Background: an optimization exercise with open tools, aiming at small area, a short achievable clock period and few clock cycles. Do not read the settings as production practice. In this exercise RTL edits were held to simulation tests only and were not proved equivalent to the original.

==> flow/design.v <==
module sha256_block (
    input  wire         clk,
    input  wire         rst_n,
    input  wire         in_valid,
    output wire         in_ready,
    input  wire         in_first,    
    input  wire [511:0] in_block,    
    output reg          out_valid,
    output wire [255:0] out_digest   
);
    localparam [31:0] IV_A = 32'h6a09e667, IV_B = 32'hbb67ae85,
                      IV_C = 32'h3c6ef372, IV_D = 32'ha54ff53a,
                      IV_E = 32'h510e527f, IV_F = 32'h9b05688c,
                      IV_G = 32'h1f83d9ab, IV_H = 32'h5be0cd19;
    localparam [31:0] K_0 = 32'h428a2f98;
    function [31:0] kconst;
        input [5:0] i;
        begin
            case (i)
                6'd0:  kconst = 32'h428a2f98; 6'd1:  kconst = 32'h71374491;
                6'd2:  kconst = 32'hb5c0fbcf; 6'd3:  kconst = 32'he9b5dba5;
                6'd4:  kconst = 32'h3956c25b; 6'd5:  kconst = 32'h59f111f1;
                6'd6:  kconst = 32'h923f82a4; 6'd7:  kconst = 32'hab1c5ed5;
                6'd8:  kconst = 32'hd807aa98; 6'd9:  kconst = 32'h12835b01;
                6'd10: kconst = 32'h243185be; 6'd11: kconst = 32'h550c7dc3;
                6'd12: kconst = 32'h72be5d74; 6'd13: kconst = 32'h80deb1fe;
                6'd14: kconst = 32'h9bdc06a7; 6'd15: kconst = 32'hc19bf174;
                6'd16: kconst = 32'he49b69c1; 6'd17: kconst = 32'hefbe4786;
                6'd18: kconst = 32'h0fc19dc6; 6'd19: kconst = 32'h240ca1cc;
                6'd20: kconst = 32'h2de92c6f; 6'd21: kconst = 32'h4a7484aa;
                6'd22: kconst = 32'h5cb0a9dc; 6'd23: kconst = 32'h76f988da;
                6'd24: kconst = 32'h983e5152; 6'd25: kconst = 32'ha831c66d;
                6'd26: kconst = 32'hb00327c8; 6'd27: kconst = 32'hbf597fc7;
                6'd28: kconst = 32'hc6e00bf3; 6'd29: kconst = 32'hd5a79147;
                6'd30: kconst = 32'h06ca6351; 6'd31: kconst = 32'h14292967;
                6'd32: kconst = 32'h27b70a85; 6'd33: kconst = 32'h2e1b2138;
                6'd34: kconst = 32'h4d2c6dfc; 6'd35: kconst = 32'h53380d13;
                6'd36: kconst = 32'h650a7354; 6'd37: kconst = 32'h766a0abb;
                6'd38: kconst = 32'h81c2c92e; 6'd39: kconst = 32'h92722c85;
                6'd40: kconst = 32'ha2bfe8a1; 6'd41: kconst = 32'ha81a664b;
                6'd42: kconst = 32'hc24b8b70; 6'd43: kconst = 32'hc76c51a3;
                6'd44: kconst = 32'hd192e819; 6'd45: kconst = 32'hd6990624;
                6'd46: kconst = 32'hf40e3585; 6'd47: kconst = 32'h106aa070;
                6'd48: kconst = 32'h19a4c116; 6'd49: kconst = 32'h1e376c08;
                6'd50: kconst = 32'h2748774c; 6'd51: kconst = 32'h34b0bcb5;
                6'd52: kconst = 32'h391c0cb3; 6'd53: kconst = 32'h4ed8aa4a;
                6'd54: kconst = 32'h5b9cca4f; 6'd55: kconst = 32'h682e6ff3;
                6'd56: kconst = 32'h748f82ee; 6'd57: kconst = 32'h78a5636f;
                6'd58: kconst = 32'h84c87814; 6'd59: kconst = 32'h8cc70208;
                6'd60: kconst = 32'h90befffa; 6'd61: kconst = 32'ha4506ceb;
                6'd62: kconst = 32'hbef9a3f7; default: kconst = 32'hc67178f2;
            endcase
        end
    endfunction
    function [63:0] csa;
        input [31:0] x, y, z;
        begin
            csa = {x ^ y ^ z, ((x & y) | (x & z) | (y & z)) << 1};
        end
    endfunction
    function [31:0] kadd;
        input [31:0] x, y;
        reg   [31:0] gg, pp, gn, pn;
        integer j, k;
        begin
            gg = x & y;
            pp = x | y;
            for (k = 1; k < 32; k = k * 2) begin
                gn = gg;
                pn = pp;
                for (j = k; j < 32; j = j + 1) begin
                    gn[j] = gg[j] | (pp[j] & gg[j - k]);
                    pn[j] = pp[j] & pp[j - k];
                end
                gg = gn;
                pp = pn;
            end
            kadd = x ^ (y ^ {gg[30:0], 1'b0});
        end
    endfunction
    function [31:0] badd;
        input [31:0] x, y;
        reg   [31:0] gg, pp;
        integer j, k;
        begin
            gg = x & y;
            pp = x | y;
            for (k = 1; k < 32; k = k * 2)
                for (j = 2 * k - 1; j < 32; j = j + 2 * k) begin
                    gg[j] = gg[j] | (pp[j] & gg[j - k]);
                    pp[j] = pp[j] & pp[j - k];
                end
            for (k = 8; k >= 1; k = k / 2)
                for (j = 3 * k - 1; j < 32; j = j + 2 * k) begin
                    gg[j] = gg[j] | (pp[j] & gg[j - k]);
                    pp[j] = pp[j] & pp[j - k];
                end
            badd = x ^ (y ^ {gg[30:0], 1'b0});
        end
    endfunction
    function [31:0] sadd;
        input [31:0] x, y;
        reg   [31:0] gg, pp, gn, pn;
        integer j, k;
        begin
            gg = x & y;
            pp = x | y;
            for (k = 1; k < 32; k = k * 2) begin
                gn = gg;
                pn = pp;
                for (j = 0; j < 32; j = j + 1)
                    if (j % (2 * k) >= k) begin
                        gn[j] = gg[j] | (pp[j] & gg[j - j % k - 1]);
                        pn[j] = pp[j] & pp[j - j % k - 1];
                    end
                gg = gn;
                pp = pn;
            end
            sadd = x ^ (y ^ {gg[30:0], 1'b0});
        end
    endfunction
    reg  [6:0]  t;           
    reg         idle;        
    reg         ready;       
    reg         add_en;      
    reg         ld_iv;       
    reg         first_q;     
    assign in_ready = ready;
    reg [31:0] a, b, c, d, e, f, g, hh;
    reg [31:0] w [0:15];           
    reg [31:0] ps, pc;             
    reg [31:0] qa [0:4];
    reg [31:0] qe [0:4];
    assign out_digest = {qa[4], qa[3], qa[2], qa[1], qe[4], qe[3], qe[2], qe[1]};
    wire [31:0] sum_a = badd(qa[0], add_en ? a : 32'd0);
    wire [31:0] sum_e = badd(qe[0], add_en ? e : 32'd0);
    reg  [31:0] iv_a, iv_e;
    always @* begin
        case (t[1:0])
            2'd1:    begin iv_a = IV_D; iv_e = IV_H; end
            2'd2:    begin iv_a = IV_C; iv_e = IV_G; end
            2'd3:    begin iv_a = IV_B; iv_e = IV_F; end
            default: begin iv_a = IV_A; iv_e = IV_E; end
        endcase
    end
    wire [31:0] st_a = in_first ? IV_A : sum_a;
    wire [31:0] st_b = in_first ? IV_B : qa[4];
    wire [31:0] st_c = in_first ? IV_C : qa[3];
    wire [31:0] st_d = in_first ? IV_D : qa[2];
    wire [31:0] st_e = in_first ? IV_E : sum_e;
    wire [31:0] st_f = in_first ? IV_F : qe[4];
    wire [31:0] st_g = in_first ? IV_G : qe[3];
    wire [31:0] st_h = in_first ? IV_H : qe[2];
    wire [31:0] s1  = {e[5:0], e[31:6]} ^ {e[10:0], e[31:11]} ^ {e[24:0], e[31:25]};
    wire [31:0] ch  = (e & f) ^ (~e & g);
    wire [31:0] s0  = {a[1:0], a[31:2]} ^ {a[12:0], a[31:13]} ^ {a[21:0], a[31:22]};
    wire [31:0] maj = (a & b) | (a & c) | (b & c);
    wire [63:0] ca1 = csa(ps, pc, ch);
    wire [63:0] ca2 = csa(s1, s0, maj);
    wire [63:0] ca3 = csa(ca1[63:32], ca1[31:0], ca2[63:32]);
    wire [63:0] ca4 = csa(ca3[63:32], ca3[31:0], ca2[31:0]);
    wire [31:0] a_new = kadd(ca4[63:32], ca4[31:0]);
    wire [63:0] ce1 = csa(ps, pc, d);
    wire [63:0] ce2 = csa(ce1[63:32], ce1[31:0], ch);
    wire [63:0] ce3 = csa(ce2[63:32], ce2[31:0], s1);
    wire [31:0] e_new = sadd(ce3[63:32], ce3[31:0]);
    wire [31:0] ws0 = {w[1][6:0], w[1][31:7]} ^ {w[1][17:0], w[1][31:18]} ^ (w[1] >> 3);
    wire [31:0] ws1 = {w[14][16:0], w[14][31:17]} ^ {w[14][18:0], w[14][31:19]} ^ (w[14] >> 10);
    wire [63:0] cw1 = csa(ws1, w[9], ws0);
    wire [63:0] cw2 = csa(cw1[63:32], cw1[31:0], w[0]);
    wire [31:0] w_new = kadd(cw2[63:32], cw2[31:0]);
    wire [63:0] p_ld  = csa(st_h, K_0, in_block[511:480]);
    wire [63:0] p_run = csa(g, kconst(t[5:0] + 6'd1), w[1]);
    integer i;
    always @(posedge clk) begin
        if (!rst_n) begin
            t         <= 7'd64;
            idle      <= 1'b1;
            ready     <= 1'b1;
            add_en    <= 1'b0;
            ld_iv     <= 1'b0;
            out_valid <= 1'b0;
        end else begin
            out_valid <= ready && !idle;
            if (ready) begin
                t       <= in_valid ? 7'd0 : 7'd60;
                idle    <= !in_valid;
                ready   <= 1'b0;
                add_en  <= 1'b0;
                ld_iv   <= 1'b0;
                first_q <= in_first;
            end else begin
                t       <= t + 7'd1;
                ready   <= (t == 7'd63);
                add_en  <= !idle && (t >= 7'd60);
                ld_iv   <= !idle && first_q && (t <= 7'd3);
            end
        end
    end
    always @(posedge clk) begin
        if (ready) begin
            {a, b, c, d, e, f, g, hh} <= {st_a, st_b, st_c, st_d, st_e, st_f, st_g, st_h};
            for (i = 0; i < 16; i = i + 1)
                w[i] <= in_block[511 - 32*i -: 32];
            {ps, pc} <= p_ld;
        end else begin
            hh <= g;
            g  <= f;
            f  <= e;
            e  <= e_new;
            d  <= c;
            c  <= b;
            b  <= a;
            a  <= a_new;
            for (i = 0; i < 15; i = i + 1)
                w[i] <= w[i + 1];
            w[15] <= w_new;
            {ps, pc} <= p_run;
        end
    end
    always @(posedge clk) begin
        for (i = 0; i < 4; i = i + 1) begin
            qa[i] <= qa[i + 1];
            qe[i] <= qe[i + 1];
        end
        qa[4] <= ld_iv ? iv_a : sum_a;
        qe[4] <= ld_iv ? iv_e : sum_e;
    end
endmodule
==> flow/flow/run.sh <==
#!/bin/bash
# The standard layout (the standard.sh: standard synthesis, floorplan,
# placement, CTS, routing), with two changes to how it is made:
#  * the port buffers are sky130_fd_sc_hd__buf_1 rather than the default
#    clkdlybuf4s50_1 (every port still gets its own buffer);
#  * repair_timing aims for 7 ns of setup slack at the fixed 11 ns clock, so
#    the critical paths are sized for a shorter achieved period.
# make's full output goes to flow_make.log here; each ORFS step keeps its own
# log under orfs/logs/.
set -euo pipefail
bash standard.sh SETUP_SLACK_MARGIN=7 \
    "BUFFER_PORTS_ARGS=-buffer_cell sky130_fd_sc_hd__buf_1" finish > flow_make.log 2>&1
==> flow/standard.sh <==
#!/bin/bash
# synth_recipe.tcl (not shown) runs the flow's synth.tcl, then flattens the netlist and writes it again
# the make line also repeats each setting of config.mk as NAME=value (left out here)
make -C /OpenROAD-flow-scripts/flow DESIGN_CONFIG=/design/flow/config.mk WORK_HOME=/design/flow/orfs CLKGATE_MAP_FILE= SYNTH_SCRIPT=/design/flow/synth_recipe.tcl "${@:-finish}"
==> flow/config.mk <==
export PLATFORM = sky130hd
export DESIGN_NAME = sha256_block
export DESIGN_NICKNAME = sha256_block
export VERILOG_FILES = /design/flow/design.v
export SDC_FILE = /design/flow/constraint.sdc
export NUM_CORES = 4
export LEC_CHECK = 0
export ABC_AREA = 1
export ABC_CLOCK_PERIOD_IN_PS = 3500
export CAP_MARGIN = 20
export CORE_MARGIN = 2
export CORE_UTILIZATION = 50
export CTS_CLUSTER_DIAMETER = 100
export CTS_CLUSTER_SIZE = 25
export PLACE_DENSITY = 0.65
export SLEW_MARGIN = 20
==> flow/constraint.sdc <==
create_clock -name core_clock -period 11.0 [get_ports {clk}]
set_input_delay 2.2000 -clock core_clock [delete_from_list [all_inputs] [get_ports {clk}]]
set_output_delay 2.2000 -clock core_clock [all_outputs]
set_load 0.01 [all_outputs]
==> results of run 1 <==
## cell usage after synthesis, drive strengths merged, types with 6 or more instances
cell,number
or2,48
o311ai,7
nor3,37
o21ai,494
dfxtp,1131
a21oi,230
o22ai,9
buf,66
inv,962
o21bai,17
nand4,23
o31ai,8
fa,343
o221ai,6
o211ai,24
nand2,2383
clkbuf,230
nand3b,13
a31oi,9
mux2i,26
xnor2,146
nand3,223
nor2,471
a22o,11
ha,63
xor2,162
o22a,9
## registers in the layout, indices dropped and copies added (netlist names)
name       flops
add_en         1
e             32
t              7
out_valid      1
ready          1
qe           160
g             32
pc            31
qa           160
a             32
b             32
d             32
w            512
idle           1
ps            32
first_q        1
c             32
f             32
ld_iv          1
## layout by cell type (no fill, tap or decap), drive strengths merged, types with 162 or more instances in the layout
cell type,n
nand2,2383
dfxtp,1131
inv,964
buf,848
o21ai,494
nor2,471
fa,343
a21oi,230
nand3,223
xor2,162
## per-layer routing
metal	global-route usage	share of wire	routed length, um
met5	0	0.00068	154
met4	0.152	0.048	10900
met3	0.0674	0.090	20400
met2	0.594	0.44	101000
met1	0.538	0.42	94500
## kinds of logic after synthesis
kind of cell	count (synthesis)	share of synthesized area
AND/OR/NAND/NOR	3203	0.228
buffers and inverters	1259	0.0882
flip-flops	1132	0.409
AO/OA/AOI/OAI	850	0.0835
adder cells (fa/ha/maj)	406	0.138
XOR/XNOR	308	0.0488
multiplexers	26	0.00469
## repair_timing
action / CTS / global route
pin swaps: 7 / 42
gates resized for setup: 200 / 300
gates cloned: 1 / 2
setup endpoints to repair: 168 / 132
setup buffers: 9 / 32
## worst max-delay path: cells and delay by family, from the launching register on
| family | cells | cell delay, ns |
|---|---|---|
| compound gates | 1 | 0.18 |
| xor+xnor | 2 | 0.51 |
| fa+ha+maj | 3 | 1.48 |
| flops | 1 | 0.39 |
| buf+inv | 2 | 0.27 |
| simple gates | 8 | 0.99 |
## how the worst min path moves through the flow
stage                            from                 to  slack [ns]
global route        qa[1][19]$_DFF_P_  qa[0][19]$_DFF_P_        0.35
finish              qa[1][19]$_DFF_P_  qa[0][19]$_DFF_P_        0.33
global placement     qa[1][4]$_DFF_P_   qa[0][4]$_DFF_P_        0.33
detailed placement  qa[1][15]$_DFF_P_  qa[0][15]$_DFF_P_        0.34
floorplan            qa[1][0]$_DFF_P_   qa[0][0]$_DFF_P_        0.38
CTS                 qa[1][19]$_DFF_P_  qa[0][19]$_DFF_P_        0.34
## final cells by class
cell class / count / area share
Multi-Input combinational cell: 4793 / 0.466
Sequential cell: 1132 / 0.364
Timing Repair Buffer: 852 / 0.0587
Inverter: 963 / 0.0575
Tap cell: 1488 / 0.0295
Clock buffer: 56 / 0.0212
Clock inverter: 9 / 0.00274
Antenna cell: 9 / 0.000357
## per-stage QoR
step                hold WS [ns]  instance area, um2  setup slack [ns]
floorplan                  0.382               55500              7.04
global placement           0.335               59300              6.09
detailed placement         0.336               59300              6.05
CTS                        0.342               61600              6.98
global route               0.347               63000              6.84
finish                     0.334               63000              7.07
==> out/summary.txt, run 1 <==
cell depth of the worst min-delay path - 0
number of flops mapped to enable cells by yosys - 1
initial drt markers - 5033
top-area cell type share of the netlist area - 0.408
remaining antenna violation count - 0
FF+latch count, synth - 1132
Highest Clock Rate - 254 MHz
root buf cell - clkbuf_16
launch instance of the worst register-to-register path - e[13]$_DFF_P_
clock transition time at the flip-flop clock pins of the worst setup and hold paths - 0.11 ns
total of hold buffers inserted after clock tree synthesis - 0
footprint of the flip-flops and latches - 23000 um2
final HPWL from detailed placement - 183 mm
CTS HTree Levels - 2
Bufs on Longest Clock Path - 3
setup slack of the most critical reg-to-reg path - 7.07 ns
quantity of I/O buffers inserted on ports - 773
critical setup path kind - reg2reg
number of vias in the routed layout - 49314
Synth Cell Area - 55500 um2
post-synth net total - 8106
kind of start point of the critical path - register
Worst Path Arrival - 4.53 ns
final period demand of the worst path - 3.93 ns
total clock sinks - 1132
Crit. End Element - register
beginning of the critical path - e[13]$_DFF_P_
row count - 122
placer's final routability congestion estimate - 1.04
overflow left after global routing - 0
Final #Nets - 8717
core area - 110000 um2
cell type with the largest total area after synthesis - dfxtp_1
total of endpoints with negative setup slack in the final report - 0
final count of hold timing violations - 0
per-cell via count in the routed design - 5.30
filler cell count in the final layout - 10608
accumulated negative setup slack - 0 ns
worst skew pair latency - 0.72 ns
depth of the worst register-to-register path - 16
largest fanout on the critical path - 4
final routed wire length divided by cell count - 24.4 um
vias in the first global route - 45599
Post-Synthesis Cells - 7184
maximum cell stage delay along the critical path - 0.56 ns
top post-synthesis cells by area - dfxtp_1 41%, nand2_1 16%, fa_1 12%
fin cells - 9302
final cell utilization of the core - 0.571
post-synthesis to final-layout area growth - 13.6%
share of async-settable or async-resettable flops after synthesis - 0
area enclosed by the die boundary - 114000 um2
count of distinct cell types in the synthesized netlist - 59
fraction of final layout cells sized beyond drive strength 1 - 0.0719
part of the cycle the worst path needs - 0.358
kind of path behind the tightest hold check - reg2reg
mean post-synth cell area - 7.72 um2
required time worst endpoint - 11.60 ns
footprint of the multi-input gates - 29400 um2
max-slew violation count - 0
initial core utilization - 0.503
CP Cell Sequence - buf_4, xnor2_4, xor2_2, fa_1, fa_1, fa_1, nand2_2, nand2_1, nor2_2, inv_1, nor3_2, o211ai_1, nand3_1, nand2_1, nand3_1, nand2_1
Tot GR Track Use - 0.385
sequential cell area fraction in the yosys report - 0.409
clock tree from TritonCTS - done
Critical Path Slowest Stage Cell - fa_1
worst rel slew slack - 0.251
end of the critical path - a[25]$_DFF_P_
vertical extent of the die - 337 um
Final Skew - 0.0408 ns
I/O pin count - 774
placed cells - 9184
RSZ-0062 raised after global routing - yes
initial antenna violation count - 22
first-pass GRT wire length - 312 mm
Tightest Pin Transition - 1.12 ns
flip-flop cell with the highest count after synthesis - dfxtp_1
count of synthesis-stage warnings from yosys - 4
max-capacitance violation count - 0
post-route DRC violation count - 0
iteration count of the initial detailed-routing pass - 7
horizontal extent of the die - 337 um
outcome - no timing/DRC/antenna violations
Detailed Route WL - 227 mm
number of CTS-inserted buffers - 53
terminus of the critical flop-to-flop path - a[25]$_DFF_P_
pin count of the biggest net entering global routing - 179
Testbench counts, summed over its fixed seeds: cycles 208,016.
==> run 2, diff against run 1 <==
--- a/flow/design.v
+++ b/flow/design.v
@@ -160,5 +160,5 @@
     wire [63:0] ca3 = csa(ca1[63:32], ca1[31:0], ca2[63:32]);
     wire [63:0] ca4 = csa(ca3[63:32], ca3[31:0], ca2[31:0]);
-    wire [31:0] a_new = kadd(ca4[63:32], ca4[31:0]);
+    wire [31:0] a_new = sadd(ca4[63:32], ca4[31:0]);
     wire [63:0] ce1 = csa(ps, pc, d);
     wire [63:0] ce2 = csa(ce1[63:32], ce1[31:0], ch);
==> run 2 against run 1 <==
- global-route usage increased by 0.62 points
- die area decreased by 0.99%
- routed wire length about the same
- setup slack got worse by 0.16 ns
- highest routed layer unchanged
==> out/summary.txt, run 2 <==
accumulated negative setup slack - 0 ns
area enclosed by the die boundary - 113000 um2
RSZ-0062 raised after global routing - yes
placed cells - 8993
met2 track demand over resource - 0.622
largest reg by FF count - w
total of hold buffers inserted after clock tree synthesis - 0
count of distinct cell types in the synthesized netlist - 56
horizontal extent of the die - 335 um
top-area cell type share of the netlist area - 0.412
total of endpoints with negative setup slack in the final report - 0
core area - 109000 um2
met1 demand-to-capacity share in global routing - 0.509
fin cells - 9102
clock transition time at the flip-flop clock pins of the worst setup and hold paths - 0.11 ns
area fraction in and, or, nand and nor cells after synthesis - 0.225
initial drt markers - 4973
outcome - no timing/DRC/antenna violations
FF+latch count, synth - 1132
Hold Path End - qe[0][25]$_DFF_P_
mean post-synth cell area - 7.76 um2
final count of hold timing violations - 0
vias in the first global route - 45333
number of CTS-inserted buffers - 53
I/O pin count - 774
fraction of final layout cells sized beyond drive strength 1 - 0.0564
max-slew violation count - 0
terminus of the critical flop-to-flop path - a[16]$_DFF_P_
filler cell count in the final layout - 10423
Synth Cell Area - 54900 um2
remaining antenna violation count - 0
maximum cell stage delay along the critical path - 0.54 ns
Final Skew - 0.0640 ns
sequential cell area fraction in the yosys report - 0.413
cell type with the largest total area after synthesis - dfxtp_1
Highest Clock Rate - 244 MHz
Post-Synthesis Cells - 7073
number of flops mapped to enable cells by yosys - 1
global route hottest layer - met2
Worst path most repeated cell - fa_1
depth of the worst register-to-register path - 17
final period demand of the worst path - 4.09 ns
worst skew pair latency - 0.75 ns
Bufs on Longest Clock Path - 3
initial core utilization - 0.505
met3 global-route usage - 0.0691
kind of start point of the critical path - register
instance area at placement - 58700 um2
Tot GR Track Use - 0.391
Largest register FFs - 512
multiplexer share of the synthesized area - 0.00474
Final #Nets - 8593
adder and majority gate portion of the synthesized area - 0.140
Tightest Pin Transition - 1.13 ns
cell depth of the worst min-delay path - 0
flip-flop cell with the highest count after synthesis - dfxtp_1
Critical Path Slowest Stage Cell - fa_2
CTS HTree Levels - 2
CP Cell Sequence - xnor2_4, xor2_4, fa_1, fa_1, inv_1, fa_1, ha_2, fa_2, nand2_2, nand3_2, nand3_2, nand2_4, nand3_4, nand3_4, fa_2, nor2_2, a21oi_1
post-synth net total - 7998
clock tree from TritonCTS - done
top post-synthesis cells by area - dfxtp_1 41%, nand2_1 16%, fa_1 13%
leading cell type in the layout, fill and taps excluded - nand2_1
per-cell via count in the routed design - 5.32
part of the cycle the worst path needs - 0.372
vertical extent of the die - 335 um
iteration count of the initial detailed-routing pass - 6
count of synthesis-stage warnings from yosys - 4
most numerous cell in the Yosys netlist - nand2_1
most used cells in the layout excluding fill and tap cells - 2362 x nand2_1, 1045 x dfxtp_1, 912 x inv_1, 772 x buf_1, 427 x nor2_1
largest fanout on the critical path - 4
max-capacitance violation count - 0
root buf cell - clkbuf_16
share of async-settable or async-resettable flops after synthesis - 0
final HPWL from detailed placement - 183 mm
list of most frequent post-synthesis cells - 2378 x nand2_1, 1131 x dfxtp_1, 923 x inv_1
required time worst endpoint - 11.64 ns
post-route DRC violation count - 0
top flop regs - w (512), qa (160), qe (160)
row count - 121
final routed wire length divided by cell count - 24.9 um
Worst Path Arrival - 4.73 ns
initial antenna violation count - 23
combinational family with the most area after synthesis - simple AND/OR/NAND/NOR gates
area fraction in compound gates after synthesis - 0.0802
pin count of the biggest net entering global routing - 203
launch instance of the worst register-to-register path - a[15]$_DFF_P_
critical setup path kind - reg2reg
fraction of synthesized cell area in xor and xnor cells - 0.0493
quantity of I/O buffers inserted on ports - 773
Detailed Route WL - 227 mm
post-synthesis to final-layout area growth - 12.3%
total clock sinks - 1132
kind of path behind the tightest hold check - reg2reg
design area - 61700 um2
first-pass GRT wire length - 315 mm
worst rel slew slack - 0.247
Worst Min Path Start - qe[1][25]$_DFF_P_
overflow left after global routing - 0
setup slack of the most critical reg-to-reg path - 6.91 ns
number of vias in the routed layout - 48389
Crit. End Element - register
placer's final routability congestion estimate - 1.03
==> run 2: changes by cell type in the layout (fill, tap and decap cells not counted), sizes merged, moves of 5 or more <==
cell    before  now
buf        848  837
inv        964  940
nand3      223  196
nand3b      13   20
nand4       23   13
nor2       471  443
nor3        37   29
o211ai      24   19
o21ai      494  461
o21bai      17   12
or2         48   54
==> run 2: timing repair <==
item                                   4_1_cts  5_1_grt
endpoints found under the hold margin        0        0
setup buffers                               12       19
resized for setup                          157      176
cloned                                       0        3
setup endpoints to repair                  168       76
pin swaps                                   15       30
==> run 2: worst max-delay path by stage <==
| stage | startpoint | endpoint | slack, ns | cells past startpoint |
|---|---|---|---|---|
| floorplan | e[8]$_DFF_P_ | a[16]$_DFF_P_ | 6.92 | 19 |
| global placement | a[4]$_DFF_P_ | a[16]$_DFF_P_ | 6.11 | 17 |
| detailed placement | a[4]$_DFF_P_ | a[16]$_DFF_P_ | 6.11 | 17 |
| CTS | a[4]$_DFF_P_ | a[16]$_DFF_P_ | 6.80 | 17 |
| global route | a[5]$_DFF_P_ | a[9]$_DFF_P_ | 6.78 | 17 |
| finish | a[15]$_DFF_P_ | a[16]$_DFF_P_ | 6.91 | 17 |
==> run 2: layout make-up <==
class,count,area (um2),share of cell area
multi-input cells,4701,28400,0.460
flip-flops and latches,1132,22900,0.371
well taps,1414,1770,0.0287
clock inverters,11,159,0.00258
clock buffers,54,1330,0.0216
inverters,939,3540,0.0574
diodes,10,25.0,0.000406
repair buffers,841,3560,0.0578
==> run 2: layer usage <==
metal | share of wire | up-vias
met4 | 0.066 | 8
met2 | 0.45 | 2222
met5 | 0.00020 | -
met1 | 0.40 | 23118
li1 | - | 22588
met3 | 0.086 | 453
==> run 2: cell families after synthesis <==
logic type | after synthesis
simple gates | 3146
buf+inv | 1240
flops | 1132
compound gates | 812
fa+ha+maj | 409
xor+xnor | 308
mux | 26
==> run 2: critical path: cells and delay by family, from the launching register on <==
family,cells,cell delay (ns)
buf+inv,1,0.05
xor+xnor,2,0.46
compound gates,1,0.13
fa+ha+maj,6,2.49
simple gates,7,0.50
flops,1,0.39
==> run 2: through the flow <==
stage	hold slack [ns]	setup WS, ns	utilization
floorplan	0.382	6.92	-
global placement	0.333	6.11	0.539
detailed placement	0.334	6.11	0.539
CTS	0.334	6.80	0.559
global route	0.340	6.78	0.566
finish	0.334	6.91	0.567
Testbench counts of run 2, summed over its fixed seeds: cycles 208,016.
==> run 3, diff against run 2 <==
--- a/flow/design.v
+++ b/flow/design.v
@@ -161,6 +161,5 @@
     wire [63:0] ca4 = csa(ca3[63:32], ca3[31:0], ca2[31:0]);
     wire [31:0] a_new = sadd(ca4[63:32], ca4[31:0]);
-    wire [63:0] ce1 = csa(ps, pc, d);
-    wire [63:0] ce2 = csa(ce1[63:32], ce1[31:0], ch);
+    wire [63:0] ce2 = csa(ca1[63:32], ca1[31:0], d);
     wire [63:0] ce3 = csa(ce2[63:32], ce2[31:0], s1);
     wire [31:0] e_new = sadd(ce3[63:32], ce3[31:0]);
==> run 3 against run 2 <==
- global-route usage down 2.2 points
- final area rose by 0.65%
- sequential share of layout area is 0.24 points lower
- critical path depth is 1 lower
- fmax is 4.6% lower
- synthesized area down 1.5%
==> out/summary.txt, run 3 <==
outcome - no timing/DRC/antenna violations
Bufs on Longest Clock Path - 3
share of async-settable or async-resettable flops after synthesis - 0
max-capacitance violation count - 0
multiplexer share of the synthesized area - 0.00481
top post-synthesis cells by area - dfxtp_1 42%, nand2_1 16%, fa_1 12%
vertical extent of the die - 333 um
Final Skew - 0.0407 ns
list of most frequent post-synthesis cells - 2324 x nand2_1, 1131 x dfxtp_1, 854 x inv_1
instance area at placement - 57800 um2
post-synthesis to final-layout area growth - 14.8%
beginning of the critical path - a[15]$_DFF_P_
CTS HTree Levels - 2
area fraction in and, or, nand and nor cells after synthesis - 0.226
Worst Min Path Start - qa[1][21]$_DFF_P_
final HPWL from detailed placement - 170 mm
initial drt markers - 5068
worst hold slack - 0.348 ns
placer's final routability congestion estimate - 1.02
depth of the worst register-to-register path - 16
initial antenna violation count - 26
core area - 107000 um2
area enclosed by the die boundary - 111000 um2
met1 demand-to-capacity share in global routing - 0.553
total clock sinks - 1132
number of flops mapped to enable cells by yosys - 1
final routed wire length divided by cell count - 23.9 um
remaining antenna violation count - 0
footprint of the flip-flops and latches - 22900 um2
met2 track demand over resource - 0.528
required time worst endpoint - 11.57 ns
terminus of the critical flop-to-flop path - a[17]$_DFF_P_
quantity of I/O buffers inserted on ports - 773
launch instance of the worst register-to-register path - a[15]$_DFF_P_
Detailed Route WL - 214 mm
maximum cell stage delay along the critical path - 0.50 ns
fraction of final layout cells sized beyond drive strength 1 - 0.0808
Tightest Pin Transition - 1.20 ns
iteration count of the initial detailed-routing pass - 8
most used cells in the layout excluding fill and tap cells - 2285 x nand2_1, 1048 x dfxtp_1, 835 x inv_1, 772 x buf_1, 380 x nor2_1
met3 global-route usage - 0.0916
buffers and inverters on the worst path - 1
Synth Cell Area - 54100 um2
number of CTS-inserted buffers - 56
most numerous cell in the Yosys netlist - nand2_1
clock tree from TritonCTS - done
first-pass GRT wire length - 299 mm
footprint of the multi-input gates - 28400 um2
total of endpoints with negative setup slack in the final report - 0
overflow left after global routing - 0
Crit. End Element - register
vias in the first global route - 43939
flip-flop cell with the highest count after synthesis - dfxtp_1
cell type with the largest total area after synthesis - dfxtp_1
design area - 62100 um2
final period demand of the worst path - 4.29 ns
final count of hold timing violations - 0
worst skew pair latency - 0.74 ns
Crit. path cell count - 16
row count - 120
Worst path most repeated cell - fa_1
largest reg by FF count - w
crit-path leading delay family - adder cells
FF+latch count, synth - 1132
per-cell via count in the routed design - 5.33
mean post-synth cell area - 7.85 um2
post-route DRC violation count - 0
Worst Path Arrival - 4.86 ns
CP Cell Sequence - xnor2_2, xor2_2, fa_1, inv_2, fa_1, fa_1, ha_2, fa_2, nand3_2, nand3_4, nand2_4, nand2_8, fa_2, xor2_1, xor2_1, o22ai_1
Largest register FFs - 512
accumulated negative setup slack - 0 ns
setup slack of the most critical reg-to-reg path - 6.71 ns
pin count of the biggest net entering global routing - 237
combinational family with the most area after synthesis - simple AND/OR/NAND/NOR gates
kind of start point of the critical path - register
global route hottest layer - met1
root buf cell - clkbuf_16
adder and majority gate portion of the synthesized area - 0.131
horizontal extent of the die - 333 um
clock transition time at the flip-flop clock pins of the worst setup and hold paths - 0.10 ns
end of the critical path - a[17]$_DFF_P_
final cell utilization of the core - 0.579
largest fanout on the critical path - 6
Highest Clock Rate - 233 MHz
top-area cell type share of the netlist area - 0.419
Tot GR Track Use - 0.370
number of vias in the routed layout - 47876
I/O pin count - 774
count of synthesis-stage warnings from yosys - 4
critical setup path kind - reg2reg
post-synth net total - 7785
area fraction in compound gates after synthesis - 0.0840
Post-Synthesis Cells - 6891
sequential cell area fraction in the yosys report - 0.419
count of distinct cell types in the synthesized netlist - 59
kind of path behind the tightest hold check - reg2reg
Final #Nets - 8443
initial core utilization - 0.504
max-slew violation count - 0
leading cell type in the layout, fill and taps excluded - nand2_1
part of the cycle the worst path needs - 0.390
RSZ-0062 raised after global routing - yes
Critical Path Slowest Stage Cell - fa_1
worst rel slew slack - 0.198
total of hold buffers inserted after clock tree synthesis - 0
filler cell count in the final layout - 10010
top flop regs - w (512), qa (160), qe (160)
fraction of synthesized cell area in xor and xnor cells - 0.0502
## run 3: timing repair
| item | 4_1_cts | 5_1_grt |
|---|---|---|
| gates resized for setup | 199 | 287 |
| endpoints found under the hold margin | 0 | 0 |
| endpoints found under the setup margin | 203 | 130 |
| pin swaps | 24 | 67 |
| gates cloned | 1 | 3 |
| setup buffers | 38 | 51 |
## run 3: cell families (layout without fill, tap and decap cells)
kind of cell               after synthesis  count (layout)
DFF                                   1132            1132
other                                    0              14
and+or+nand+nor                       3081            3081
xor gates and xnor gates               307             307
adders and majority gates              378             378
muxes                                   26              26
buffers and inverters                 1162            1834
AOI/OAI and AO/OA                      805             805
## run 3: how the worst min path moves through the flow
stage          depth (start not counted)  slack (ns)                 to
2_1_floorplan                          0        0.38   qa[0][0]$_DFF_P_
3_3_place_gp                           0        0.34   qe[0][3]$_DFF_P_
3_5_place_dp                           0        0.34  qa[0][24]$_DFF_P_
4_1_cts                                0        0.34  qe[0][12]$_DFF_P_
5_1_grt                                0        0.35  qa[0][21]$_DFF_P_
6_report                               0        0.35  qa[0][21]$_DFF_P_
## run 3: layout make-up
cell class	count	share of cell area
diodes	14	0.000564
flip-flops and latches	1132	0.369
clock buffers	61	0.0235
repair buffers	898	0.0657
multi-input cells	4597	0.457
clock inverters	11	0.00339
inverters	863	0.0526
repair inverters	1	0.000121
well taps	1403	0.0283
## run 3: through the flow
| step | worst slack, ns | cells |
|---|---|---|
| floorplan | 6.91 | 6891 |
| global placement | 6.13 | 8801 |
| detailed placement | 6.10 | 8801 |
| CTS | 6.71 | 8912 |
| global route | 6.61 | 8975 |
| finish | 6.71 | 8980 |
## run 3: per-layer routing
layer,routed length [um],part of all wire
met5,123,0.00057
met4,6180,0.029
met3,24400,0.11
met2,89300,0.42
met1,94300,0.44
Testbench counts of run 3, summed over its fixed seeds: cycles 208,016.

afterwards: timing with drivers on the ports:
How much do the figures lean on ideal ports? The routed layouts below were timed once more, with nothing changed but the port constraints. Step 1: set_driving_cell puts a clkbuf_16 on clk and a buf_2 on each other input, an assumption about the parent block. Step 2 times the ports against the registers' clock, not the clock port: input delays grow and output delays shrink by t, the midpoint of the rising clock arrivals with the driver on. Slacks: ideal ports / drivers / drivers and shift; pairs: ideal ports / drivers.
| run | t, ns | slack for setup (ns) | clock arrival spread, ns | cell pins on the clock port's net |
|---|---|---|---|---|
| run 1 | 0.772 | 7.067 / 7.067 / 6.379 | 0.041 / 0.041 | 1 |
| run 2 | 0.791 | 6.909 / 6.909 / 6.502 | 0.065 / 0.065 | 1 |
| run 3 | 0.796 | 6.710 / 6.710 / 6.404 | 0.042 / 0.042 | 1 |
After both steps every run listed still meets setup and hold. The setup slack of run 1, which loses most, moves by 0.000 ns with the drivers and by -0.688 ns with both steps.
